This design comes from an exercise in tuning for small area, a short achievable clock period and few clock cycles on the open sky130 flow, not from production work. Only simulation tests tie the RTL to the original design; equivalence was not proved. Power and IR drop assume default switching activity.

[flow/config.mk]
export PLATFORM = sky130hd
export DESIGN_NAME = oarva_core
export DESIGN_NICKNAME = oarva_core
export VERILOG_FILES = /design/flow/design.v
export SDC_FILE = /design/flow/constraint.sdc
export NUM_CORES = 4
export LEC_CHECK = 0
export CAP_MARGIN = 20
export CORE_MARGIN = 2
export CORE_UTILIZATION = 40
export SLEW_MARGIN = 20
[flow/constraint.sdc]
create_clock -name core_clock -period 16.0 [get_ports {clk}]
set_input_delay 3.2000 -clock core_clock [delete_from_list [all_inputs] [get_ports {clk}]]
set_output_delay 3.2000 -clock core_clock [all_outputs]
set_load 0.01 [all_outputs]
[flow/design.v]
module oarva_core (
    input  wire        clk,
    input  wire        rst,           
    input  wire [2:0]  core_id,       
    input  wire        shadow,        
    output wire [11:0] imem_addr,
    input  wire [31:0] imem_rdata,
    output wire [10:0] dmem_addr,
    output wire [3:0]  dmem_we,
    output wire [31:0] dmem_wdata,
    input  wire [31:0] dmem_rdata,
    output wire        halted,
    output wire [3:0]  exc_cause,     
    output wire [11:0] halt_pc,       
    output wire [23:0] exc_addr,      
    output wire [3:0]  flags          
);
    localparam [3:0] EXC_ILLEGAL     = 4'h1,
                     EXC_DMEM_BOUNDS = 4'h2,
                     EXC_TRAP        = 4'h6;
    localparam [2:0] R_ADD = 3'd0, R_LOG = 3'd1, R_SHF = 3'd2, R_MUL = 3'd3,
                     R_B   = 3'd4, R_ST = 3'd5;
    reg        halted_q;
    reg        fz, fn, fc, fv;
    reg [3:0]  cause_q;
    reg [11:0] epc_q;
    reg [23:0] eaddr_q;
    reg [32*31-1:0] rf;       
    reg [31:1] rv;
    reg [11:0] pc_f;          
    reg [11:0] d_pc;          
    reg        d_valid;
    reg        replay;        
    reg [31:0] ir_hold;
    reg        ex_valid;
    reg [11:0] ex_pc;
    reg [31:0] ex_a, ex_b;
    reg [15:0] ex_imm;
    reg [4:0]  ex_rd;
    reg        ex_we;         
    reg [2:0]  ex_rsel;
    reg        ex_sub;
    reg [1:0]  ex_cin;        
    reg        ex_set_zn, ex_set_cv, ex_set_sh;
    reg [1:0]  ex_lop;        
    reg [1:0]  ex_shk;        
    reg        ex_mulh, ex_muls;
    reg        ex_load, ex_store;
    reg [2:0]  ex_mk;         
    reg        ex_w4, ex_w2;   
    reg        take_reg;      
    reg        redir_q;       
    reg        ex_ill, ex_halt, ex_trap;
    reg [2:0]  mc;
    reg [31:0] acc_s, acc_c;
    reg        acc_co;
    reg [31:0] mlo_w;
    reg [10:0] mem_addr;
    reg [3:0]  st_we;
    reg        m_we;          
    reg [4:0]  m_rd;
    reg        m_load;
    reg [2:0]  m_lk;
    reg [1:0]  m_alo;
    reg [31:0] m_res;
    reg        m_mul;         
    reg        m_mulh;
    reg        wb_we;
    reg [4:0]  wb_rd;
    reg        wb_load;
    reg [2:0]  wb_lk;
    reg [1:0]  wb_lo;
    reg [31:0] wb_res;
    reg [31:0] ld_val;
    always @(*) begin
        case (wb_lk)
            3'd0: ld_val = dmem_rdata;
            3'd1: ld_val = wb_lo[1] ? {{16{dmem_rdata[31]}}, dmem_rdata[31:16]}
                                    : {{16{dmem_rdata[15]}}, dmem_rdata[15:0]};
            3'd2: ld_val = wb_lo[1] ? {16'h0, dmem_rdata[31:16]}
                                    : {16'h0, dmem_rdata[15:0]};
            default: begin
                case (wb_lo)
                    2'd0: ld_val = {24'h0, dmem_rdata[7:0]};
                    2'd1: ld_val = {24'h0, dmem_rdata[15:8]};
                    2'd2: ld_val = {24'h0, dmem_rdata[23:16]};
                    default: ld_val = {24'h0, dmem_rdata[31:24]};
                endcase
                if (wb_lk == 3'd3) ld_val[31:8] = {24{ld_val[7]}};
            end
        endcase
    end
    wire [31:0] wb_val = wb_load ? ld_val : wb_res;
    wire [31:0] add_bx  = ex_sub ? ~ex_b : ex_b;
    wire        add_ci  = ex_cin[1] ? (fc ^ ex_cin[0]) : ex_cin[0];
    wire [32:0] add_sum = {1'b0, ex_a} + {1'b0, add_bx} + {32'h0, add_ci};
    wire [31:0] add_r   = add_sum[31:0];
    wire        add_c   = ex_sub ? ~add_sum[32] : add_sum[32];
    wire        add_v   = (ex_a[31] ^ add_r[31]) & ~(ex_a[31] ^ add_bx[31]);
    reg [31:0] log_r;
    always @(*) begin
        case (ex_lop)
            2'd0:    log_r = ex_a & ex_b;
            2'd1:    log_r = ex_a | ex_b;
            2'd2:    log_r = ex_a ^ ex_b;
            default: log_r = ex_a & ~ex_b;
        endcase
    end
    function [31:0] rev32(input [31:0] x);
        integer k;
        for (k = 0; k < 32; k = k + 1) rev32[k] = x[31 - k];
    endfunction
    wire        sh_left = (ex_shk == 2'd0);
    wire [31:0] sh_in   = sh_left ? rev32(ex_a) : ex_a;
    wire        sh_fill = (ex_shk == 2'd2) & ex_a[31];
    wire [4:0]  sh_amt  = ex_b[4:0];
    wire [33:0] sh_w    = $signed({sh_fill, sh_in, 1'b0}) >>> sh_amt;
    wire [31:0] sh_o    = sh_w[32:1];
    wire [31:0] sh_r    = sh_left ? rev32(sh_o) : sh_o;
    wire        sh_c    = sh_w[0];
    wire        sh_nz   = (sh_amt != 5'd0);
    reg  [7:0]  m_ch;
    always @(*) begin
        case (mc[1:0])
            2'd0: m_ch = ex_b[7:0];
            2'd1: m_ch = ex_b[15:8];
            2'd2: m_ch = ex_b[23:16];
            default: m_ch = ex_b[31:24];
        endcase
    end
    wire        m_first = (mc == 3'd0);
    wire        m_third = (mc == 3'd3);
    wire [39:0] m_r0 = {8'h0, acc_s & {32{~m_first}}};
    wire [39:0] m_r1 = {8'h0, acc_c & {32{~m_first}}};
    wire [39:0] m_p0 = {8'h0, ex_a & {32{m_ch[0]}}};
    wire [39:0] m_p1 = {7'h0, ex_a & {32{m_ch[1]}}, 1'h0};
    wire [39:0] m_p2 = {6'h0, ex_a & {32{m_ch[2]}}, 2'h0};
    wire [39:0] m_p3 = {5'h0, ex_a & {32{m_ch[3]}}, 3'h0};
    wire [39:0] m_p4 = {4'h0, ex_a & {32{m_ch[4]}}, 4'h0};
    wire [39:0] m_p5 = {3'h0, ex_a & {32{m_ch[5]}}, 5'h0};
    wire [39:0] m_p6 = {2'h0, ex_a & {32{m_ch[6]}}, 6'h0};
    wire [39:0] m_p7 = {1'h0, ex_a & {32{m_ch[7]}}, 7'h0};
    wire [31:0] m_x  = (ex_muls & ex_a[31]) ? ex_b : 32'h0;
    wire [31:0] m_y  = (ex_muls & ex_b[31]) ? ex_a : 32'h0;
    wire [39:0] m_qx = {~m_x & {32{m_third}}, 8'h0};
    wire [39:0] m_qy = {~m_y & {32{m_third}}, 8'h0};
    wire [39:0] m_qk = {30'h0, m_third, 9'h0};
    function [79:0] csa(input [39:0] x, input [39:0] y, input [39:0] z);
        csa = {x ^ y ^ z, (x & y | x & z | y & z) << 1};
    endfunction
    wire [79:0] l1a = csa(m_r0, m_r1, m_p0);
    wire [79:0] l1b = csa(m_p1, m_p2, m_p3);
    wire [79:0] l1c = csa(m_p4, m_p5, m_p6);
    wire [79:0] l1d = csa(m_p7, m_qx, m_qy);
    wire [79:0] l2a = csa(l1a[79:40], l1a[39:0], l1b[79:40]);
    wire [79:0] l2b = csa(l1b[39:0], l1c[79:40], l1c[39:0]);
    wire [79:0] l2c = csa(l1d[79:40], l1d[39:0], m_qk);
    wire [79:0] l3a = csa(l2a[79:40], l2a[39:0], l2b[79:40]);
    wire [79:0] l3b = csa(l2b[39:0], l2c[79:40], l2c[39:0]);
    wire [79:0] l4  = csa(l3a[79:40], l3a[39:0], l3b[79:40]);
    wire [79:0] l5  = csa(l4[79:40], l4[39:0], l3b[39:0]);
    wire [39:0] s5  = l5[79:40];
    wire [39:0] c5  = l5[39:0];
    wire [8:0]  m_lo = {1'b0, s5[7:0]} + {1'b0, c5[7:0]} + {8'h0, acc_co & ~m_first};
    wire [31:0] m_hi = acc_s + acc_c + {31'h0, acc_co};
    wire        ex_mul  = (ex_rsel == R_MUL);
    wire        m_last  = (mc == 3'd3);
    wire        ex_busy = ex_valid & ex_mul & ~m_last;
    wire [31:0] m_val   = m_mul ? (m_mulh ? m_hi : mlo_w) : m_res;
    wire        m_z     = m_mulh ? (m_hi == 32'h0) : (mlo_w == 32'h0);
    wire        m_n     = m_mulh ? m_hi[31] : mlo_w[31];
    reg [3:0]  sm;
    reg [31:0] sd;
    always @(*) begin
        case (ex_mk[1:0])
            2'd0:    begin sm = 4'b1111;               sd = ex_b; end
            2'd1:    begin sm = 4'b0011 << daddr[1:0]; sd = {2{ex_b[15:0]}}; end
            default: begin sm = 4'b0001 << daddr[1:0]; sd = {4{ex_b[7:0]}}; end
        endcase
    end
    reg [31:0] ex_res;
    always @(*) begin
        case (ex_rsel)
            R_ADD:   ex_res = add_r;
            R_LOG:   ex_res = log_r;
            R_SHF:   ex_res = sh_r;
            R_ST:    ex_res = sd;
            default: ex_res = ex_b;
        endcase
    end
    wire        f_upd = ex_valid & ~ex_busy;
    wire [31:0] add_ca = {ex_a[30:0] | add_bx[30:0], add_ci};
    wire        z_add = ((ex_a ^ add_bx) == add_ca);
    reg         z_res;
    always @(*) begin
        case (ex_rsel)
            R_ADD:   z_res = z_add;
            R_LOG:   z_res = (log_r == 32'h0);
            R_SHF:   z_res = (sh_r == 32'h0);
            default: z_res = (ex_b == 32'h0);
        endcase
    end
    wire        zn_ex = ex_set_zn & ~ex_mul;
    wire        fz_n = (f_upd & zn_ex) ? z_res : m_mul ? m_z : fz;
    wire        fn_n = (f_upd & zn_ex) ? ex_res[31] : m_mul ? m_n : fn;
    wire        fc_n = (f_upd & ex_set_cv) ? add_c :
                       (f_upd & ex_set_sh & sh_nz) ? sh_c : fc;
    wire        fv_n = (f_upd & ex_set_cv) ? add_v : fv;
    wire        ex_redirect = redir_q;
    wire [31:0] daddr = ex_a + {{16{ex_imm[15]}}, ex_imm};
    wire        misaligned = (ex_w4 & (daddr[1:0] != 2'b00)) | (ex_w2 & daddr[0]);
    wire        oor = (daddr[31:13] != 19'h0);
    wire        bounds_err = (ex_load | ex_store) & (misaligned | oor);
    wire        ex_fire = ex_valid & ~ex_busy & ~halted_q;
    wire        ex_exc  = ex_fire & (ex_ill | bounds_err | ex_halt | ex_trap);
    wire        ex_ok   = ex_fire & ~ex_ill & ~bounds_err & ~ex_halt & ~ex_trap;
    wire [31:0] di   = replay ? ir_hold : imem_rdata;
    wire [5:0]  op   = di[31:26];
    wire [4:0]  rd   = di[25:21];
    wire [4:0]  ra   = di[20:16];
    wire [4:0]  rb   = di[15:11];
    wire [15:0] imm  = di[15:0];
    wire [3:0]  func = di[3:0];
    wire op_addi  = (op == 6'h01);
    wire op_alu   = (op == 6'h02);
    wire op_cmpi  = (op == 6'h03);
    wire op_logi  = (op == 6'h04) | (op == 6'h05) | (op == 6'h06);
    wire op_lui   = (op == 6'h07);
    wire op_shi   = (op == 6'h08) | (op == 6'h09) | (op == 6'h0A);
    wire op_load  = (op == 6'h10) | (op == 6'h11) | (op == 6'h12) |
                    (op == 6'h13) | (op == 6'h14);
    wire op_store = (op == 6'h18) | (op == 6'h19) | (op == 6'h1A);
    wire op_bcc   = (op == 6'h20);
    wire op_bl    = (op == 6'h21);
    wire op_jr    = (op == 6'h22);
    wire op_jalr  = (op == 6'h23);
    wire op_sys   = (op == 6'h3E);
    reg d_ill;
    always @(*) begin
        d_ill = 1'b0;
        if (op_alu && (di[10:4] != 7'h0 || ((func == 4'hE || func == 4'hF) && rd != 5'd0))) d_ill = 1'b1;
        if (op_cmpi && rd != 5'd0) d_ill = 1'b1;
        if (op_lui && ra != 5'd0) d_ill = 1'b1;
        if (op_shi && imm[15:5] != 11'h0) d_ill = 1'b1;
        if (op_bcc && (di[21:12] != 10'h0 || di[25:22] == 4'd15)) d_ill = 1'b1;
        if (op_bl && di[25:12] != 14'h0) d_ill = 1'b1;
        if (op_jr && (imm != 16'h0 || rd != 5'd0)) d_ill = 1'b1;
        if (op_jalr && imm != 16'h0) d_ill = 1'b1;
        if (op_sys && (di[20:4] != 17'h0 || func > 4'd4 || (func != 4'd4 && rd != 5'd0))) d_ill = 1'b1;
        if (!(op_addi | op_alu | op_cmpi | op_logi | op_lui | op_shi | op_load |
              op_store | op_bcc | op_bl | op_jr | op_jalr | op_sys)) d_ill = 1'b1;
    end
    wire a_used = op_addi | op_alu | op_cmpi | op_logi | op_shi | op_load |
                  op_store | op_jr | op_jalr;
    wire b_reg  = op_alu | op_store;
    wire [4:0] d_wrd = op_bl ? 5'd31 : rd;
    wire d_writes = op_addi | op_alu | op_logi | op_lui | op_shi | op_bl |
                    op_jalr | (op_sys & func == 4'd4);
    wire d_we = d_writes & (d_wrd != 5'd0);
    wire [11:0] d_pc1 = d_pc + 12'd1;
    wire [31:0] b_const =
        ((op_addi | op_cmpi) ? {{16{imm[15]}}, imm} : 32'h0) |
        ((op_logi | op_shi)  ? {16'h0, imm}         : 32'h0) |
        (op_lui              ? {imm, 16'h0}         : 32'h0) |
        ((op_bl | op_jalr)   ? {20'h0, d_pc1}       : 32'h0) |
        (op_sys              ? {23'h0, shadow, 5'h0, core_id} : 32'h0);
    wire        ex_wr  = ex_valid & ex_we & ~ex_mul;
    wire        m_wr   = m_we & ~m_load;
    wire        st_sel = op[4] & op[3];                  
    wire nb = ~ex_busy;
    wire bx = nb & ex_wr;
    wire bm = nb & m_wr  & ~(ex_wr & (ex_rd == m_rd));
    wire bw = nb & wb_we & ~(ex_wr & (ex_rd == wb_rd)) & ~(m_we & (m_rd == wb_rd));
    wire [31:0] byp_oh = ({31'h0, ex_wr} << ex_rd) | ({31'h0, m_we} << m_rd) |
                         ({31'h0, wb_we} << wb_rd);
    wire [31:1] rdbl = {31{nb}} & rv & ~byp_oh[31:1];
    wire ua_ex = bx & (ra == ex_rd);
    wire ua_m  = bm & (ra == m_rd);
    wire ua_w  = bw & (ra == wb_rd);
    wire ub_ex = b_reg & bx & (st_sel ? (rd == ex_rd) : (rb == ex_rd));
    wire ub_m  = b_reg & bm & (st_sel ? (rd == m_rd)  : (rb == m_rd));
    wire ub_w  = b_reg & bw & (st_sel ? (rd == wb_rd) : (rb == wb_rd));
    wire ub_k  = nb & ~b_reg;
    wire [31:1] sel_a, sel_b;
    wire [31:0] rf_a, rf_b;
    genvar gi, gb;
    generate
        for (gi = 1; gi < 32; gi = gi + 1) begin : g_sel
            assign sel_a[gi] = rdbl[gi] & (ra == gi);
            assign sel_b[gi] = rdbl[gi] & b_reg & (st_sel ? (rd == gi) : (rb == gi));
        end
        for (gb = 0; gb < 32; gb = gb + 1) begin : g_rd
            wire [31:1] col;
            for (gi = 1; gi < 32; gi = gi + 1) begin : g_col
                assign col[gi] = rf[32*(gi-1) + gb];
            end
            assign rf_a[gb] = |(col & sel_a);
            assign rf_b[gb] = |(col & sel_b);
        end
    endgenerate
    wire [31:0] opa = rf_a | ({32{ua_ex}} & ex_res) | ({32{ua_m}} & m_val) |
                      ({32{ua_w}} & wb_val) | ({32{ex_busy}} & ex_a);
    wire [31:0] opb = rf_b | ({32{ub_ex}} & ex_res) | ({32{ub_m}} & m_val) |
                      ({32{ub_w}} & wb_val) | ({32{ub_k}} & b_const) |
                      ({32{ex_busy}} & ex_b);
    wire ld_use = (ex_valid & (ex_load | ex_mul) & (ex_rd != 5'd0) &
                   ((a_used & (ra == ex_rd)) |
                    (b_reg & (st_sel ? (rd == ex_rd) : (rb == ex_rd))))) |
                  (m_we & m_load &
                   ((a_used & (ra == m_rd)) |
                    (b_reg & (st_sel ? (rd == m_rd) : (rb == m_rd)))));
    wire bcc_mul = ex_valid & ex_mul & op_bcc;
    wire d_stall = ex_busy | (d_valid & (ld_use | bcc_mul));
    reg cond_ok;
    always @(*) begin
        case (di[25:22])
            4'd0:  cond_ok = 1'b1;
            4'd1:  cond_ok = fz_n;
            4'd2:  cond_ok = ~fz_n;
            4'd3:  cond_ok = fc_n;
            4'd4:  cond_ok = ~fc_n;
            4'd5:  cond_ok = ~fc_n & ~fz_n;
            4'd6:  cond_ok = fc_n | fz_n;
            4'd7:  cond_ok = fn_n ^ fv_n;
            4'd8:  cond_ok = ~(fn_n ^ fv_n);
            4'd9:  cond_ok = ~fz_n & ~(fn_n ^ fv_n);
            4'd10: cond_ok = fz_n | (fn_n ^ fv_n);
            4'd11: cond_ok = fn_n;
            4'd12: cond_ok = ~fn_n;
            4'd13: cond_ok = fv_n;
            default: cond_ok = ~fv_n;
        endcase
    end
    wire d_enter = d_valid & ~d_stall & ~ex_redirect;
    reg [2:0] d_rsel;
    reg       d_sub;
    reg [1:0] d_cin;
    reg       d_set_zn, d_set_cv, d_set_sh;
    reg [1:0] d_lop, d_shk;
    always @(*) begin
        d_rsel = R_B; d_sub = 1'b0; d_cin = 2'd0;
        d_set_zn = 1'b0; d_set_cv = 1'b0; d_set_sh = 1'b0;
        d_lop = 2'd0; d_shk = 2'd0;
        if (op_addi) begin d_rsel = R_ADD; d_set_zn = 1'b1; d_set_cv = 1'b1; end
        if (op_cmpi) begin d_rsel = R_ADD; d_sub = 1'b1; d_cin = 2'd1; d_set_zn = 1'b1; d_set_cv = 1'b1; end
        if (op_logi) begin d_rsel = R_LOG; d_lop = op[1:0]; d_set_zn = 1'b1; end
        if (op_store) d_rsel = R_ST;
        if (op_shi)  begin d_rsel = R_SHF; d_shk = op[1:0]; d_set_zn = 1'b1; d_set_sh = 1'b1; end
        if (op_alu) begin
            d_set_zn = 1'b1;
            case (func)
                4'h0: begin d_rsel = R_ADD; d_set_cv = 1'b1; end
                4'h1: begin d_rsel = R_ADD; d_cin = 2'd2; d_set_cv = 1'b1; end
                4'h2: begin d_rsel = R_ADD; d_sub = 1'b1; d_cin = 2'd1; d_set_cv = 1'b1; end
                4'h3: begin d_rsel = R_ADD; d_sub = 1'b1; d_cin = 2'd3; d_set_cv = 1'b1; end
                4'h4: begin d_rsel = R_LOG; d_lop = 2'd0; end
                4'h5: begin d_rsel = R_LOG; d_lop = 2'd1; end
                4'h6: begin d_rsel = R_LOG; d_lop = 2'd2; end
                4'h7: begin d_rsel = R_LOG; d_lop = 2'd3; end
                4'h8: begin d_rsel = R_SHF; d_shk = 2'd0; d_set_sh = 1'b1; end
                4'h9: begin d_rsel = R_SHF; d_shk = 2'd1; d_set_sh = 1'b1; end
                4'hA: begin d_rsel = R_SHF; d_shk = 2'd2; d_set_sh = 1'b1; end
                4'hB, 4'hC, 4'hD: d_rsel = d_ill ? R_B : R_MUL;
                4'hE: begin d_rsel = R_ADD; d_sub = 1'b1; d_cin = 2'd1; d_set_cv = 1'b1; end
                default: begin d_rsel = R_LOG; d_lop = 2'd0; end
            endcase
        end
    end
    assign imem_addr = take_reg ? ex_a[11:0] : pc_f;
    wire t_imm = ~ex_busy & d_enter & (op_bl | (op_bcc & cond_ok));
    always @(posedge clk) begin
        ir_hold <= di;
    end
    generate
        for (gi = 1; gi < 32; gi = gi + 1) begin : g_wr
            always @(posedge clk)
                if (wb_we && wb_rd == gi)
                    rf[32*(gi-1) +: 32] <= wb_val;
        end
    endgenerate
    always @(posedge clk) begin
        m_rd     <= ex_rd;
        m_load   <= ex_load;
        m_lk     <= ex_mk;
        m_alo     <= daddr[1:0];
        m_res    <= ex_res;
        mem_addr <= daddr[12:2];
        wb_rd    <= m_rd;
        wb_load  <= m_load;
        wb_lk    <= m_lk;
        wb_lo    <= m_alo;
        wb_res   <= m_val;
        m_mulh   <= ex_mulh;
        acc_s  <= s5[39:8];
        acc_c  <= c5[39:8];
        acc_co <= m_lo[8];
        mlo_w  <= {m_lo[7:0], mlo_w[31:8]};
        ex_pc   <= d_pc;
        ex_imm  <= op_bcc ? {di[25:22], di[11:0]} : imm;
        ex_sub  <= d_sub;
        ex_cin  <= d_cin;
        ex_lop  <= d_lop;
        ex_shk  <= d_shk;
        ex_mk   <= op[2:0];
        ex_w4   <= (op[2:0] == 3'd0);
        ex_w2   <= (op[2:0] == 3'd1) | (op_load & (op[2:0] == 3'd2));
    end
    always @(posedge clk) begin
        ex_a <= opa;
        ex_b <= opb;
        if (!ex_busy) begin
            ex_rd     <= d_wrd;
            ex_we     <= d_we;
            ex_rsel   <= d_rsel;
            ex_set_zn <= d_set_zn;
            ex_set_cv <= d_set_cv;
            ex_set_sh <= d_set_sh;
            ex_mulh   <= (func != 4'hB);
            ex_muls   <= (func == 4'hD);
            ex_load   <= op_load;
            ex_store  <= op_store;
            ex_ill    <= d_ill;
            ex_halt   <= op_sys & (func == 4'd1);
            ex_trap   <= op_sys & (func == 4'd2);
        end
    end
    always @(posedge clk) begin
        if (rst) begin
            halted_q <= 1'b0;
            fz <= 1'b0; fn <= 1'b0; fc <= 1'b0; fv <= 1'b0;
            cause_q <= 4'h0;
            epc_q   <= 12'h000;
            eaddr_q <= 24'h0;
            rv      <= 31'h0;
            pc_f    <= 12'h000;
            d_pc    <= 12'h000;
            d_valid <= 1'b0;
            replay  <= 1'b0;
            ex_valid <= 1'b0;
            mc      <= 3'd0;
            st_we   <= 4'h0;
            m_we    <= 1'b0;
            m_mul   <= 1'b0;
            wb_we   <= 1'b0;
            take_reg <= 1'b0;
            redir_q  <= 1'b0;
        end else begin
            if (wb_we)
                rv[wb_rd] <= 1'b1;
            m_we    <= ex_ok & (ex_we | (ex_load & (ex_rd != 5'd0)));
            m_mul   <= ex_ok & ex_mul;
            wb_we   <= m_we;
            st_we   <= (ex_ok & ex_store) ? sm : 4'h0;
            if (ex_exc) begin
                halted_q <= 1'b1;
                if (ex_ill) begin
                    cause_q <= EXC_ILLEGAL;
                    epc_q   <= ex_pc;
                    eaddr_q <= {10'h0, ex_pc, 2'b00};
                end else if (bounds_err) begin
                    cause_q <= EXC_DMEM_BOUNDS;
                    epc_q   <= ex_pc;
                    eaddr_q <= daddr[23:0];
                end else if (ex_trap) begin
                    cause_q <= EXC_TRAP;
                    epc_q   <= ex_pc + 12'd1;
                    eaddr_q <= {10'h0, ex_pc, 2'b00};
                end else begin
                    epc_q   <= ex_pc + 12'd1;
                end
            end
            if (ex_ok) begin
                fc <= fc_n;
                fv <= fv_n;
            end
            if (ex_ok & zn_ex) begin
                fz <= z_res;
                fn <= ex_res[31];
            end else if (m_mul) begin
                fz <= m_z;
                fn <= m_n;
            end
            mc <= ex_busy ? mc + 3'd1 : 3'd0;
            if (!ex_busy) begin
                ex_valid <= d_enter;
                take_reg <= d_enter & (op_jr | op_jalr);
                redir_q  <= d_enter & (op_bl | (op_bcc & cond_ok) | op_jr | op_jalr);
            end
            if (t_imm)
                pc_f    <= di[11:0];
            else if (redir_q | ~d_stall)
                pc_f    <= imem_addr + 12'd1;
            if (redir_q | ~d_stall) begin
                d_pc    <= imem_addr;
                d_valid <= 1'b1;
                replay  <= 1'b0;
            end else begin
                replay  <= 1'b1;
            end
        end
    end
    assign dmem_addr  = mem_addr;
    assign dmem_we    = st_we;
    assign dmem_wdata = m_res;            
    assign halted    = halted_q;
    assign exc_cause = cause_q;
    assign halt_pc   = epc_q;
    assign exc_addr  = eaddr_q;
    assign flags     = {fv, fc, fn, fz};
endmodule
[flow/flow/run.sh]
#!/bin/bash
export SETUP_SLACK_MARGIN=11
export TNS_END_PERCENT=0
bash standard.sh > standard.log 2>&1
[flow/standard.sh]
#!/bin/bash
# synth_recipe.tcl (not shown) runs the flow's synth.tcl, then flattens the netlist and writes it again
# the make line also repeats each setting of config.mk as NAME=value (left out here)
make -C /OpenROAD-flow-scripts/flow DESIGN_CONFIG=/design/flow/config.mk WORK_HOME=/design/flow/orfs CLKGATE_MAP_FILE= SYNTH_SCRIPT=/design/flow/synth_recipe.tcl "${@:-finish}"
==> flow_summary.toml, run 1 <==
[setup_path]
critPathCaptureType = "flip-flop"
cp_data_required_time_ns = 16.72
rr_worst_depth = 14
cpPeakStageDelay_ns = 0.75
worst_setup_path_start_kind = "input port"
critPathKind = "in -> reg"
regToRegEndpoint = "pc_f[11]"
critical-path-top-delay-family = "compound AO/OA/AOI/OAI gates"
ff2ff_setup_slack_ns = 10.33
worst-path-max-fanout = 5
crit_path_cell_trace = "clkdlybuf4s15_1 -> mux2i_4 -> buf_12 -> mux2i_4 -> buf_4 -> nor3b_4 -> and3_4 -> buf_12 -> a222oi_1 -> nand3_1 -> nor3_2 -> nand4_1 -> a221o_1"
crit_slowest_cell = "sky130_fd_sc_hd__a222oi_1"
critical_register_to_register_path_startpoint = "ex_b[1]"
worst-endpoint-arrival_ns = 6.59
worst-path-buf-inv = 4

[timing]
rsz0062_at_grt = "true"
maxSlewViolCount = 0
max_slew_margin_pct = 13.35
finalWorstSetupSlack_ns = 10.12
post-route-period-util_pct = 36.73
timing.fmax_mhz = 170.2
fin_worst_skew_ns = 0.09115
final.setup.tns_ns = 0
setup-violations-final = 0
worst_pin_slew_ns = 1.300
period_minus_slack_ns = 5.877
number_of_endpoints_with_negative_hold_slack_in_the_final_report = 0

[global_route]
grt_first_pass_wirelength_um = 602900
global_route.usage.total_pct = 39.79
vias_in_the_first_global_route = 74360
pin_count_of_the_biggest_net_entering_global_routing = 78
grt.overflow.total = 0
antenna_found_initial = 36

[flow_run]
max-cap-violations = 0

[yosys]
synth.most_common_cell = "sky130_fd_sc_hd__edfxtp_1"
top_post_synthesis_cells_by_count = "1011 x sky130_fd_sc_hd__edfxtp_1, 637 x sky130_fd_sc_hd__nand2_1, 548 x sky130_fd_sc_hd__clkbuf_1, 486 x sky130_fd_sc_hd__a22oi_1, 480 x sky130_fd_sc_hd__inv_1"
ys_dominant_reg_cell = "sky130_fd_sc_hd__edfxtp_1"
synth_adder_area_share_pct = 10.82
synth_xor_area_share_pct = 2.419
postSynth.asyncResetShare_pct = 0
yosysSeqAreaShare_pct = 45.99
ys_warn_count = 1
synth-edff-count = 1011
synth.mux.area_fraction_pct = 3.278
synth_top_family_by_area = "compound AO/OA/AOI/OAI gates"
mappedNetlistNets = 8648
synth_cell_types = 102
postSynthCellCount = 8033
synth_simple_gate_area_share_pct = 12.97
synth_compound_gate_area_share_pct = 19.44
synth-seq-cells = 1441
yosys-top-cells-area = "sky130_fd_sc_hd__edfxtp_1 36%, sky130_fd_sc_hd__dfxtp_1 10%, sky130_fd_sc_hd__fa_1 7.3%, sky130_fd_sc_hd__a22oi_1 4.3%, sky130_fd_sc_hd__ha_1 3.5%"
synth_top_cell_by_area = "sky130_fd_sc_hd__edfxtp_1"
postSynthAreaPerCell_um2 = 10.55
yosys.area.top_type_share_pct = 35.83
post_synth_instance_area_um2 = 84740

[hold_path]
hold_path_startpoint = "m_alo[1]"
hold_class = "reg -> reg"
min_to = "wb_lo[1]"
timing.hold.worst_path_depth = 0

[route]
route.vias.total = 79610
wirelength_um = 444100
via_per_inst = 7.121
drt-met1-wl_um = 154100
drtAntennaViolNets = 0
detailroute.wirelength.met3_um = 65290
total_length_of_routed_met2_wires_um = 178700
route.top_layer_used = "met5"
detailedRoute.firstIterationViolations = 15810
detail_route.first_pass.iterations = 15
drc = 0
routed_wire_length_per_instance_um = 39.72

[final_layout]
largest_register_ffs = 992
syn_to_final_growth_pct = 17.27
post-route-cell-area_um2 = 99370
nNetsFinal = 8819
drive_above_1_share_pct = 14.28
post-route-util_pct = 47.32
largest_register = "rf"

[floorplan]
design.die.area_um2 = 215500
initial_utilization_pct = 40.35
floorplan.rows = 168
die_x_um = 464.3
die_height_um = 464.3
floorplan.io_pins = 174
core_region_area_um2 = 210000

[run_status]
outcome = "complete, no violations"

[clock_network]
worst_setup_hold_path_clk_slew_ns = 0.06
cts_sinks = 1441
max_root_sink_buffers = 3
clock_tree.root_cell = "sky130_fd_sc_hd__clkbuf_16"
h-tree-depth = 4
tritoncts_clock_tree = "yes"
worst_skew_pair.late_latency_ns = 0.88
cts_hold_repair.buffers = 0
cts_buffers = 154

[place]
port-buffer-count = 172
final_estimated_routing_congestion_in_global_placement = 1.027
place_hpwl_um = 275400
placement.setup.worst_slack_ns = 8.125
place_area_um2 = 90490

[power_and_ir_drop]
p_per_area_nw_per_um2 = 86.97
total_leakage_power_uw = 0.03618
worst_ir_drop_vdd_v = 0.0001220
logic make-up (layout without fill, tap and decap cells):
logic type      count (synthesis)  in the layout
simple gates                 2235           2235
flops                        1441           1441
other cells                     1             42
mux                           225            227
xor+xnor                      234            234
buf+inv                      1125           1421
compound gates               2225           2228
fa+ha+maj                     547            547
where the power goes:
part           leakage [µW]  switching [µW]  internal [µW]  total [µW]
Clock               0.00251            1640           2070        3710
Sequential           0.0128            58.8           4100        4150
Combinational        0.0209             552            227         779
cell type report:
cell class | instances | area [µm²]
timing repair buffer | 642 | 6354
tap | 2805 | 3510
multi-input combinational | 5472 | 43330
antenna | 41 | 102.6
fill | 19110 | 110600
clock inverter | 84 | 935.9
inverter | 489 | 1876
sequential | 1441 | 39000
clock buffer | 202 | 4238
timing repair inverter | 4 | 20.02
per-stage QoR:
step           hold WS [ns]  cells  total power [µW]
4_1_cts              0.3272  11130              8568
6_report             0.3276  11180              8642
3_5_place_dp         0.3147  10660              4904
3_3_place_gp         0.3130  10650              4896
5_1_grt              0.3304  11140              8790
2_1_floorplan        0.3096   8033              4550
metal layers:
metal | vias to the layer above | track usage [%]
met5 | - | 1.404
met4 | 17 | 31.22
met3 | 2401 | 16.79
met2 | 7513 | 56.11
met1 | 38920 | 47.44
li1 | 30760 | -
worst register-to-register path, delay by kind of cell (launching register included):
| kind | cells | cell delay, ns |
|---|---|---|
| flip-flops | 1 | 0.31 |
| multiplexers | 2 | 0.98 |
| AO/OA/AOI/OAI | 7 | 2.09 |
| AND/OR/NAND/NOR | 2 | 0.78 |
| buffers and inverters | 3 | 1.30 |
cell usage in the layout, fill, tap and decap left out, drive strengths merged, types with 32 or more instances in the layout:
| master | netlist | routed |
|---|---|---|
| diode | 0 | 41 |
| or3 | 36 | 36 |
| nor2b | 37 | 37 |
| fa | 310 | 310 |
| ha | 235 | 235 |
| edfxtp | 1011 | 1011 |
| clkbuf | 548 | 203 |
| and2 | 229 | 229 |
| dfxtp | 430 | 430 |
| nand2 | 637 | 637 |
| o21ai | 196 | 199 |
| nand4 | 188 | 188 |
| a31oi | 41 | 41 |
| inv | 485 | 487 |
| a21oi | 385 | 385 |
| nor4 | 50 | 50 |
| nand2b | 65 | 65 |
| xnor2 | 123 | 123 |
| mux4 | 36 | 36 |
| a222oi | 85 | 85 |
| a22o | 231 | 231 |
| mux2 | 51 | 52 |
| a221o | 32 | 32 |
| xor2 | 111 | 111 |
| a21o | 59 | 59 |
| mux2i | 138 | 139 |
| buf | 88 | 467 |
| o21a | 32 | 32 |
| a211oi | 55 | 55 |
| nand3 | 230 | 230 |
| clkdlybuf4s50 | 0 | 131 |
| and3 | 81 | 81 |
| nor3 | 133 | 133 |
| o211ai | 57 | 57 |
| a22oi | 486 | 486 |
| a221oi | 299 | 299 |
| nor2 | 451 | 451 |
| clkinv | 4 | 60 |
worst max-delay path by stage:
stage	depth (start not counted)	from	endpoint	slack, ns
after CTS	15	dmem_rdata[31]	ex_b[27]	10.56
after floorplan	13	imem_rdata[30]	ex_b[10]	10.20
after global placement	13	imem_rdata[31]	ex_b[17]	7.71
final	13	imem_rdata[11]	ex_b[12]	10.12
after global routing	13	imem_rdata[11]	ex_b[12]	10.30
after detailed placement	13	dmem_rdata[31]	ex_a[27]	8.13
what timing repair did:
item,4_1_cts,5_1_grt
endpoints found under the setup margin,759,430
setup buffers,166,7
gates cloned,22,0
resized for setup,458,15
pin swaps,57,10
Testbench counts, summed over its fixed seeds: cycles 47,625.
==> run 2: changes to the inputs <==
--- a/flow/config.mk
+++ b/flow/config.mk
@@ -6,6 +6,8 @@
 export NUM_CORES = 4
 export LEC_CHECK = 0
 export CAP_MARGIN = 20
+export CELL_PAD_IN_SITES_DETAIL_PLACEMENT = 1
 export CORE_MARGIN = 2
 export CORE_UTILIZATION = 40
+export PLACE_DENSITY = 0.55
 export SLEW_MARGIN = 20
==> run 2 against run 1 <==
Flip-flop and latch count unchanged. Via count grew 2.8%. Synthesized cell count stayed put. Critical path type unchanged.
==> flow_summary.toml, run 2 <==
[run_status]
outcome = "complete, no violations"

[clock_network]
worst_setup_hold_path_clk_slew_ns = 0.06
cts_hold_repair.buffers = 0
cts_buffers = 162
max_root_sink_buffers = 3
tritoncts_clock_tree = "yes"
h-tree-depth = 4
clock_tree.root_cell = "sky130_fd_sc_hd__clkbuf_16"
worst_skew_pair.late_latency_ns = 0.88
cts_sinks = 1441

[final_layout]
layout.cells.most_common = "sky130_fd_sc_hd__edfxtp_1"
nNetsFinal = 8940
largest_register = "rf"
largest_register_ffs = 992
syn_to_final_growth_pct = 20.07
layout_common_cells = "1011 x sky130_fd_sc_hd__edfxtp_1, 626 x sky130_fd_sc_hd__nand2_1, 478 x sky130_fd_sc_hd__a22oi_1, 457 x sky130_fd_sc_hd__inv_1, 411 x sky130_fd_sc_hd__dfxtp_1"
drive_above_1_share_pct = 16.55
number_of_cells_in_the_finished_layout_apart_from_fillers = 11320

[global_route]
use_met3_pct = 18.35
grt_busiest_layer = "met2"
globalRouteMet2Util_pct = 62.67
antenna_found_initial = 64
grt.overflow.total = 0
vias_in_the_first_global_route = 79750
pin_count_of_the_biggest_net_entering_global_routing = 71
global_route.usage.total_pct = 43.98
grt_util_met1_pct = 51.26
grt_first_pass_wirelength_um = 661000

[power_and_ir_drop]
seq_power_share_pct = 46.8
p_per_area_nw_per_um2 = 87.27
clock_group_share_of_total_power_pct = 43.8
total_leakage_power_uw = 0.03725
worst_ir_drop_vdd_v = 0.0001135
power.internal_uw = 6492
power_switching_uw = 2387
swShare_pct = 26.89
comb_power_share_pct = 9.4

[floorplan]
floorplan.io_pins = 174
design.die.area_um2 = 215500
die_x_um = 464.3
floorplan.rows = 168
core_region_area_um2 = 210000
die_height_um = 464.3
initial_utilization_pct = 40.35

[route]
drtAntennaViolNets = 0
detail_route.first_pass.iterations = 13
wirelength_um = 487200
routed_wire_length_per_instance_um = 43.04
route.vias.total = 81820
detailedRoute.firstIterationViolations = 14450
via_per_inst = 7.228
drc = 0

[timing]
timing.fmax_mhz = 177.4
final.setup.tns_ns = 0
max_slew_margin_pct = 10.08
period_minus_slack_ns = 5.637
rsz0062_at_grt = "true"
post-route-period-util_pct = 35.23
setup-violations-final = 0
worst_pin_slew_ns = 1.349
number_of_endpoints_with_negative_hold_slack_in_the_final_report = 0
maxSlewViolCount = 0
fin_worst_skew_ns = 0.08397

[yosys]
postSynth.asyncResetShare_pct = 0
synth_cell_types = 102
postSynthAreaPerCell_um2 = 10.55
mappedNetlistNets = 8648
synth-edff-count = 1011
post_synth_instance_area_um2 = 84740
synth-seq-cells = 1441
top_post_synthesis_cells_by_count = "1011 x sky130_fd_sc_hd__edfxtp_1, 637 x sky130_fd_sc_hd__nand2_1, 548 x sky130_fd_sc_hd__clkbuf_1, 486 x sky130_fd_sc_hd__a22oi_1, 480 x sky130_fd_sc_hd__inv_1"
synth.most_common_cell = "sky130_fd_sc_hd__edfxtp_1"
synth_top_cell_by_area = "sky130_fd_sc_hd__edfxtp_1"
ys_warn_count = 1
yosys-top-cells-area = "sky130_fd_sc_hd__edfxtp_1 36%, sky130_fd_sc_hd__dfxtp_1 10%, sky130_fd_sc_hd__fa_1 7.3%, sky130_fd_sc_hd__a22oi_1 4.3%, sky130_fd_sc_hd__ha_1 3.5%"
yosysSeqAreaShare_pct = 45.99
postSynthCellCount = 8033
yosys.area.top_type_share_pct = 35.83
ys_dominant_reg_cell = "sky130_fd_sc_hd__edfxtp_1"

[place]
dp_cells = 10660
final_estimated_routing_congestion_in_global_placement = 1.027
port-buffer-count = 172
place_hpwl_um = 299800

[setup_path]
cp_data_required_time_ns = 16.75
critPathCaptureType = "flip-flop"
worst-endpoint-arrival_ns = 6.39
worst_setup_path_start_kind = "input port"
worst-path-max-fanout = 32
critPathKind = "in -> reg"

[hold_path]
hold_class = "reg -> reg"

[flow_run]
max-cap-violations = 0
-- run 2: cell counts after synthesis --
No cell type changed its count.
-- run 2: power by group through the flow --
| stage | Sequential (µW) | Combinational (µW) | Clock [µW] |
|---|---|---|---|
| final | 4160 | 837 | 3890 |
| after global routing | 4150 | 851 | 4010 |
| after CTS | 4150 | 761 | 3860 |
| after detailed placement | 4230 | 691 | 0 |
| after global placement | 4230 | 679 | 0 |
| after floorplan | 4200 | 346 | 0 |
-- run 2: layout make-up --
type / count / area, µm²
diodes: 52 / 130.1
clock buffers: 204 / 4323
clock inverters: 98 / 1106
fillers: 22170 / 108300
inverters: 489 / 1897
multi-input cells: 5475 / 43960
flip-flops and latches: 1441 / 39010
well taps: 2805 / 3510
repair buffers: 745 / 7746
repair inverters: 11 / 62.56
-- run 2: kinds of logic after synthesis --
group / synth area share [%]
XOR/XNOR: 2.419
AO/OA/AOI/OAI: 19.44
adder cells (fa/ha/maj): 10.82
other: 0.004426
buffers and inverters: 5.082
multiplexers: 3.278
flip-flops: 45.99
AND/OR/NAND/NOR: 12.97
-- run 2: worst paths after layout --
check / start / slack [ns] / to / depth (start not counted)
setup / recovery: imem_rdata[29] / 10.36 / ex_b[12] / 14
setup reg to reg: ex_b[2] / 10.51 / pc_f[5] / 17
hold reg to reg: m_lk[0] / 0.33 / wb_lk[0] / 0
hold / removal: m_lk[0] / 0.33 / wb_lk[0] / 0
-- run 2: timing repair --
action	CTS	global route
setup endpoints to repair	916	515
cloned	35	3
pin swaps	83	75
resized for setup	524	167
setup buffers	217	51
-- run 2: critical path, stage by stage --
cell	delay (ns)
sky130_fd_sc_hd__buf_12	0.11
sky130_fd_sc_hd__nand2_8	0.07
sky130_fd_sc_hd__o21a_4	0.25
sky130_fd_sc_hd__mux2i_4	0.30
sky130_fd_sc_hd__buf_6	0.12
sky130_fd_sc_hd__nand2b_4	0.20
sky130_fd_sc_hd__nor3b_4	0.09
sky130_fd_sc_hd__and3_2	0.21
sky130_fd_sc_hd__buf_12	0.22
sky130_fd_sc_hd__a22oi_2	0.25
sky130_fd_sc_hd__nand3_1	0.12
sky130_fd_sc_hd__nor3_2	0.21
sky130_fd_sc_hd__nand4_1	0.51
sky130_fd_sc_hd__a221o_1	0.46
-- run 2: metal layers --
metal,share of wire [%],up-vias
met1,34,40680
met3,14,2660
met5,0.13,-
li1,-,31000
met2,41,7444
met4,11,34
-- run 2: metrics by stage --
step                      hold slack (ns)  instance area, µm²  worst slack [ns]  total power [µW]  util, %
after global placement             0.3121               90470             7.463              4912    43.08
after detailed placement           0.3146               90510             8.093              4925    43.10
after global routing               0.3307              101600             10.41              9013    48.41
final                              0.3308              101700             10.36              8879    48.45
after floorplan                    0.3096               85010             10.20              4550        -
after CTS                          0.3295              100400             10.57              8774    47.81
==> run 3: changes to the inputs <==
--- a/flow/config.mk
+++ b/flow/config.mk
@@ -8,6 +8,6 @@
 export CAP_MARGIN = 20
 export CELL_PAD_IN_SITES_DETAIL_PLACEMENT = 1
 export CORE_MARGIN = 2
-export CORE_UTILIZATION = 40
-export PLACE_DENSITY = 0.55
+export CORE_UTILIZATION = 35
+export PLACE_DENSITY = 0.45
 export SLEW_MARGIN = 20
==> run 3 against run 2 <==
Clock power grew 7.7%. Final area grew 0.56%. Hold slack lost 0.024 ns. Non-clock buffer count shrank 26. Setup slack gained 0.11 ns. Routed wire length grew 4.2%. Sequential share of layout area shrank 0.21 points. Critical path depth is the same. Core utilization shrank 5.9 points. Sequential power is essentially flat. Synthesized area is the same. Combinational power is essentially flat. Largest power group is now clock.
==> flow_summary.toml, run 3 <==
[run_status]
outcome = "complete, no violations"

[yosys]
postSynthAreaPerCell_um2 = 10.55
yosysSeqAreaShare_pct = 45.99
synth.most_common_cell = "sky130_fd_sc_hd__edfxtp_1"
yosys.area.top_type_share_pct = 35.83
top_post_synthesis_cells_by_count = "1011 x sky130_fd_sc_hd__edfxtp_1, 637 x sky130_fd_sc_hd__nand2_1, 548 x sky130_fd_sc_hd__clkbuf_1, 486 x sky130_fd_sc_hd__a22oi_1, 480 x sky130_fd_sc_hd__inv_1"
post_synth_instance_area_um2 = 84740
synth-edff-count = 1011
synth_cell_types = 102
ys_dominant_reg_cell = "sky130_fd_sc_hd__edfxtp_1"
postSynthCellCount = 8033
synth-seq-cells = 1441
postSynth.asyncResetShare_pct = 0
yosys-top-cells-area = "sky130_fd_sc_hd__edfxtp_1 36%, sky130_fd_sc_hd__dfxtp_1 10%, sky130_fd_sc_hd__fa_1 7.3%, sky130_fd_sc_hd__a22oi_1 4.3%, sky130_fd_sc_hd__ha_1 3.5%"
ys_warn_count = 1
synth_top_cell_by_area = "sky130_fd_sc_hd__edfxtp_1"
mappedNetlistNets = 8648

[place]
final_estimated_routing_congestion_in_global_placement = 1.031
port-buffer-count = 172
place_area_um2 = 91120
place_hpwl_um = 322500
placement.setup.worst_slack_ns = 8.295

[final_layout]
drive_above_1_share_pct = 16.45
post-route-cell-area_um2 = 102300
multiInputGateArea_um2 = 43840
nNetsFinal = 8913
ff_latch_area_um2 = 39010
largest_register_ffs = 992
layout_common_cells = "1011 x sky130_fd_sc_hd__edfxtp_1, 626 x sky130_fd_sc_hd__nand2_1, 483 x sky130_fd_sc_hd__a22oi_1, 455 x sky130_fd_sc_hd__inv_1, 407 x sky130_fd_sc_hd__dfxtp_1"
fillerInstances = 25760
layout.cells.most_common = "sky130_fd_sc_hd__edfxtp_1"
syn_to_final_growth_pct = 20.74
largest_register = "rf"

[setup_path]
cpMostUsedCell = "sky130_fd_sc_hd__buf_6"
worst-endpoint-arrival_ns = 6.28
critPathCaptureType = "flip-flop"
crit_slowest_cell = "sky130_fd_sc_hd__or4_4"
ff2ff_setup_slack_ns = 10.62
cp_data_required_time_ns = 16.76
crit_path_cell_trace = "buf_6 -> mux2i_4 -> clkinvlp_4 -> buf_6 -> nor3_4 -> a2111oi_4 -> buf_6 -> buf_4 -> a221oi_2 -> o21ai_2 -> a221oi_1 -> nand4_1 -> or4_4 -> a221o_1"
regToRegEndpoint = "pc_f[2]"
rr_worst_depth = 18
worst_setup_path_start_kind = "input port"
worst-path-max-fanout = 7
cpPeakStageDelay_ns = 0.55
critical_register_to_register_path_startpoint = "ex_a[9]"
critPathKind = "in -> reg"

[timing]
post-route-period-util_pct = 34.53
max_slew_margin_pct = 12.27
rsz0062_at_grt = "true"
final.setup.tns_ns = 0
finalWorstSetupSlack_ns = 10.48
worst_pin_slew_ns = 1.312
maxSlewViolCount = 0
fin_worst_skew_ns = 0.06910
setup-violations-final = 0
period_minus_slack_ns = 5.525
timing.fmax_mhz = 181.0
number_of_endpoints_with_negative_hold_slack_in_the_final_report = 0

[power_and_ir_drop]
p_per_area_nw_per_um2 = 89.73
post-layout-total-power_uw = 9180
worst_ir_drop_vdd_v = 0.00008449
total_leakage_power_uw = 0.03720

[clock_network]
cts_sinks = 1441
worst_setup_hold_path_clk_slew_ns = 0.06
max_root_sink_buffers = 3
cts_buffers = 167
worst_skew_pair.late_latency_ns = 0.88
clock_tree.root_cell = "sky130_fd_sc_hd__clkbuf_16"
h-tree-depth = 4
tritoncts_clock_tree = "yes"

[route]
detail_route.first_pass.iterations = 10
route.vias.total = 80280
drtAntennaViolNets = 0
via_per_inst = 6.890
wirelength_um = 507400
detailedRoute.firstIterationViolations = 12710
routed_wire_length_per_instance_um = 43.55
drc = 0

[floorplan]
floorplan.rows = 180
design.die.area_um2 = 246100
die_x_um = 496.0
die_height_um = 496.0
core_region_area_um2 = 240500
floorplan.io_pins = 174
initial_utilization_pct = 35.23

[flow_run]
max-cap-violations = 0

[hold_path]
min_to = "wb_lo[0]"
hold_class = "reg -> reg"
hold_path_startpoint = "m_alo[0]"
timing.hold.worst_path_depth = 0

[global_route]
pin_count_of_the_biggest_net_entering_global_routing = 65
antenna_found_initial = 46
global_route.usage.total_pct = 40.22
grt.overflow.total = 0
vias_in_the_first_global_route = 78780
grt_first_pass_wirelength_um = 679900
run 3: cell counts after synthesis:
No cell type changed its count.
run 3: critical path, delay by kind of cell:
kind	cells	cell delay, ns
buffers and inverters	5	0.76
AND/OR/NAND/NOR	3	0.82
multiplexers	1	0.21
AO/OA/AOI/OAI	5	1.29
run 3: power breakdown:
part,switching (µW),internal (µW)
Combinational,594,240
Clock,1780,2410
Sequential,63.1,4100
run 3: worst max-delay path by stage:
stage	start	to	slack [ns]	cells past startpoint
5_1_grt	imem_rdata[28]	pc_f[7]	10.48	18
3_3_place_gp	imem_rdata[27]	ex_b[27]	8.34	16
2_1_floorplan	imem_rdata[30]	ex_b[10]	10.20	13
6_report	imem_rdata[28]	ex_b[10]	10.48	14
4_1_cts	imem_rdata[28]	pc_f[10]	10.67	18
3_5_place_dp	imem_rdata[30]	ex_b[27]	8.29	14
run 3: routing by layer:
layer	share of wire, %	track usage [%]	up-vias	wire length [µm]
met4	9.6	29.77	28	48580
met1	36	48.76	40880	184200
met2	42	59.28	6336	213100
met5	0.031	0	-	157
li1	-	-	30910	-
met3	12	13.56	2121	61380
run 3: logic make-up after synthesis:
| group | share of synthesized area, % |
|---|---|
| AOI/OAI and AO/OA | 19.44 |
| muxes | 3.278 |
| xor gates and xnor gates | 2.419 |
| other | 0.004426 |
| buffers and inverters | 5.082 |
| and+or+nand+nor | 12.97 |
| DFF | 45.99 |
| adders and majority gates | 10.82 |
run 3: repair_timing:
action                                  CTS  global route
buffers inserted                        207            28
resized for setup                       606            75
endpoints found under the setup margin  956           470
pin swaps                                72            36
hold buffers                              0             0
gates cloned                             31             0
run 3: cell type report:
class	instances	area share (%)
diodes	25	0.06115
clock buffers	216	4.515
clock inverters	97	1.288
inverters	489	1.876
multi-input cells	5470	42.86
flip-flops and latches	1441	38.13
well taps	3185	3.895
repair buffers	719	7.322
repair inverters	10	0.05381
run 3: through the flow:
stage	std cells	utilization [%]	hold slack (ns)
after CTS	11600	42.30	0.3084
after floorplan	8033	-	0.3096
after detailed placement	11050	37.88	0.3135
final	11650	42.53	0.3067
after global placement	11050	37.86	0.3120
after global routing	11630	42.51	0.3148
==> run 4: changes to the inputs <==
--- a/flow/config.mk
+++ b/flow/config.mk
@@ -8,6 +8,6 @@
 export CAP_MARGIN = 20
 export CELL_PAD_IN_SITES_DETAIL_PLACEMENT = 1
 export CORE_MARGIN = 2
-export CORE_UTILIZATION = 35
-export PLACE_DENSITY = 0.45
+export CORE_UTILIZATION = 30
+export PLACE_DENSITY = 0.4
 export SLEW_MARGIN = 20
==> run 4 against run 3 <==
Highest routed layer unchanged. Clock-buffer cell count up 11. Power is 1.1% lower. Synthesized cell count unchanged. Setup slack worse by 0.037 ns. Sequential power about the same. Register-to-register slack worse by 0.12 ns. Global-route usage is 4.7 points lower. Sequential share of layout area is 0.22 points lower. First-iteration DRC count down 11%.
==> flow_summary.toml, run 4 <==
[yosys]
yosysSeqAreaShare_pct = 45.99
mappedNetlistNets = 8648
top_post_synthesis_cells_by_count = "1011 x sky130_fd_sc_hd__edfxtp_1, 637 x sky130_fd_sc_hd__nand2_1, 548 x sky130_fd_sc_hd__clkbuf_1, 486 x sky130_fd_sc_hd__a22oi_1, 480 x sky130_fd_sc_hd__inv_1"
post_synth_instance_area_um2 = 84740
postSynthCellCount = 8033
synth-edff-count = 1011
ys_dominant_reg_cell = "sky130_fd_sc_hd__edfxtp_1"
ys_warn_count = 1
synth_top_cell_by_area = "sky130_fd_sc_hd__edfxtp_1"
postSynth.asyncResetShare_pct = 0
postSynthAreaPerCell_um2 = 10.55
synth_cell_types = 102
synth.most_common_cell = "sky130_fd_sc_hd__edfxtp_1"
synth-seq-cells = 1441
yosys-top-cells-area = "sky130_fd_sc_hd__edfxtp_1 36%, sky130_fd_sc_hd__dfxtp_1 10%, sky130_fd_sc_hd__fa_1 7.3%, sky130_fd_sc_hd__a22oi_1 4.3%, sky130_fd_sc_hd__ha_1 3.5%"
yosys.area.top_type_share_pct = 35.83

[setup_path]
crit_slowest_cell = "sky130_fd_sc_hd__a22oi_2"
ff2ff_setup_slack_ns = 10.50
cpPeakStageDelay_ns = 0.55
critPathCaptureType = "flip-flop"
crit_path_cell_trace = "clkdlybuf4s50_1 -> mux2i_1 -> inv_1 -> a22oi_2 -> nor2_1 -> a221oi_1 -> nand4_1 -> nor4_2 -> nand4_1"
cpMostUsedCell = "sky130_fd_sc_hd__nand4_1"
critPathLaunch = "imem_rdata[4]"
worst-endpoint-arrival_ns = 6.29
worst_setup_path_start_kind = "input port"
worst-path-max-fanout = 4
critPathKind = "in -> reg"
critical_register_to_register_path_startpoint = "ex_b[2]"
cp_data_required_time_ns = 16.73

[clock_network]
cts_sinks = 1441
worst_skew_pair.late_latency_ns = 0.91
worst_setup_hold_path_clk_slew_ns = 0.06
clock_tree.root_cell = "sky130_fd_sc_hd__clkbuf_16"
cts_buffers = 178
tritoncts_clock_tree = "yes"
max_root_sink_buffers = 4
h-tree-depth = 4

[final_layout]
layout_common_cells = "1011 x sky130_fd_sc_hd__edfxtp_1, 629 x sky130_fd_sc_hd__nand2_1, 477 x sky130_fd_sc_hd__a22oi_1, 455 x sky130_fd_sc_hd__inv_1, 405 x sky130_fd_sc_hd__dfxtp_1"
ff_latch_area_um2 = 39010
syn_to_final_growth_pct = 21.45
largest_register_ffs = 992
drive_above_1_share_pct = 16.54
multiInputGateArea_um2 = 43910
layout.cells.most_common = "sky130_fd_sc_hd__edfxtp_1"
largest_register = "rf"
post-route-cell-area_um2 = 102900
fillerInstances = 30650
nNetsFinal = 8930

[place]
place_hpwl_um = 329500
port-buffer-count = 172
final_estimated_routing_congestion_in_global_placement = 0.9553
place_area_um2 = 91750

[timing]
period_minus_slack_ns = 5.562
max_slew_margin_pct = 16.77
setup-violations-final = 0
final.hold.worst_slack_ns = 0.3263
final.setup.tns_ns = 0
worst_pin_slew_ns = 1.248
number_of_endpoints_with_negative_hold_slack_in_the_final_report = 0
post-route-period-util_pct = 34.76
rsz0062_at_grt = "true"
fin_worst_skew_ns = 0.1097
maxSlewViolCount = 0
timing.fmax_mhz = 179.8

[route]
routed_wire_length_per_instance_um = 43.07
detail_route.first_pass.iterations = 10
via_per_inst = 6.462
detailedRoute.firstIterationViolations = 11280
drc = 0
route.vias.total = 78910
wirelength_um = 526000
drtAntennaViolNets = 0

[power_and_ir_drop]
worst_ir_drop_vdd_v = 0.00008300
p_per_area_nw_per_um2 = 88.22
post-layout-total-power_uw = 9078
total_leakage_power_uw = 0.03718

[floorplan]
design.die.area_um2 = 286700
floorplan.rows = 195
floorplan.io_pins = 174
initial_utilization_pct = 30.10
core_region_area_um2 = 281600
die_x_um = 535.5
die_height_um = 535.5

[hold_path]
hold_class = "reg -> reg"
hold_path_startpoint = "m_lk[1]"

[global_route]
pin_count_of_the_biggest_net_entering_global_routing = 68
grt_first_pass_wirelength_um = 696700
grt.overflow.total = 0
global_route.usage.total_pct = 35.50
vias_in_the_first_global_route = 78190
antenna_found_initial = 43

[run_status]
outcome = "complete, no violations"

[flow_run]
max-cap-violations = 0
## run 4: cell counts after synthesis
Identical to the previous run, type by type.
## run 4: cell families after synthesis
| family | synth area share (%) |
|---|---|
| adder cells (fa/ha/maj) | 10.82 |
| flip-flops | 45.99 |
| AND/OR/NAND/NOR | 12.97 |
| XOR/XNOR | 2.419 |
| AO/OA/AOI/OAI | 19.44 |
| other | 0.004426 |
| buffers and inverters | 5.082 |
| multiplexers | 3.278 |
## run 4: per-stage QoR
stage / utilization, % / worst slack (ns) / instances
floorplan: - / 10.20 / 8033
global placement: 32.57 / 8.007 / 11600
detailed placement: 32.59 / 8.126 / 11600
CTS: 36.24 / 10.54 / 12160
global route: 36.54 / 10.43 / 12200
finish: 36.55 / 10.44 / 12210
## run 4: power by group
group	switching, µW	internal, µW	leakage, µW
clock network	1740	2350	0.00278
registers	62.2	4100	0.0128
logic	595	241	0.0216
total	2390	6680	0.0372
## run 4: final timing paths
path | endpoint | cells after the start
worst max-delay path | ex_b[4] | 9
worst min-delay path | wb_lk[1] | 0
worst max register to register | pc_f[8] | 16
worst min register to register | wb_lk[1] | 0
## run 4: repair_timing
| item | in CTS | in global routing |
|---|---|---|
| hold buffers | 0 | 0 |
| cloned | 30 | 4 |
| pin swaps | 75 | 44 |
| gates resized for setup | 552 | 107 |
| setup endpoints to repair | 907 | 478 |
| buffers inserted | 214 | 31 |
## run 4: critical path, delay by kind of cell
kind,cells,cell delay (ns)
simple gates,4,0.91
mux,1,0.36
compound gates,2,0.93
buf+inv,2,0.87
## run 4: layer usage
metal  track usage, %  vias up  part of all wire (%)
met3            9.960     1792                    11
met5                0        -                 0.051
li1                 -    30940                     -
met2            54.07     5458                    43
met4            25.19       32                   8.7
met1            43.16    40690                    37
## run 4: cell type report
| cell class | instances | area share [%] |
|---|---|---|
| diodes | 16 | 0.03891 |
| clock buffers | 227 | 4.704 |
| clock inverters | 91 | 0.8438 |
| inverters | 489 | 1.866 |
| multi-input cells | 5473 | 42.67 |
| flip-flops and latches | 1441 | 37.91 |
| well taps | 3743 | 4.551 |
| repair buffers | 721 | 7.360 |
| repair inverters | 11 | 0.05836 |

==> what the ideal ports hide <==
How much do the figures lean on ideal ports? The routed layouts below were timed once more, with nothing changed but the port constraints.
Step 1 (the two cells are an assumption about what drives the block):
set clk [get_ports {clk}]
set_driving_cell -lib_cell sky130_fd_sc_hd__clkbuf_16 $clk
set_driving_cell -lib_cell sky130_fd_sc_hd__buf_2 [delete_from_list [all_inputs] $clk]
Step 2 times the ports against the registers' clock, not the clock port: input delays grow and output delays shrink by t, the midpoint of the rising clock arrivals with the driver on.
a / b / c = ideal ports / drivers / drivers and shift; a / b = the first two.
run | t, ns | setup slack, ns | worst data-port slew with drivers (ns)
run 1 | 0.926 | 10.123 / 10.179 / 9.253 | 0.08
run 2 | 0.933 | 10.363 / 10.401 / 9.468 | 0.10
run 3 | 0.937 | 10.475 / 10.539 / 9.602 | 0.08
run 4 | 0.957 | 10.438 / 10.469 / 9.556 | 0.07
After both steps every run listed still meets setup and hold. The setup slack of run 2, which loses most, moves by +0.038 ns with the drivers and by -0.895 ns with both steps.
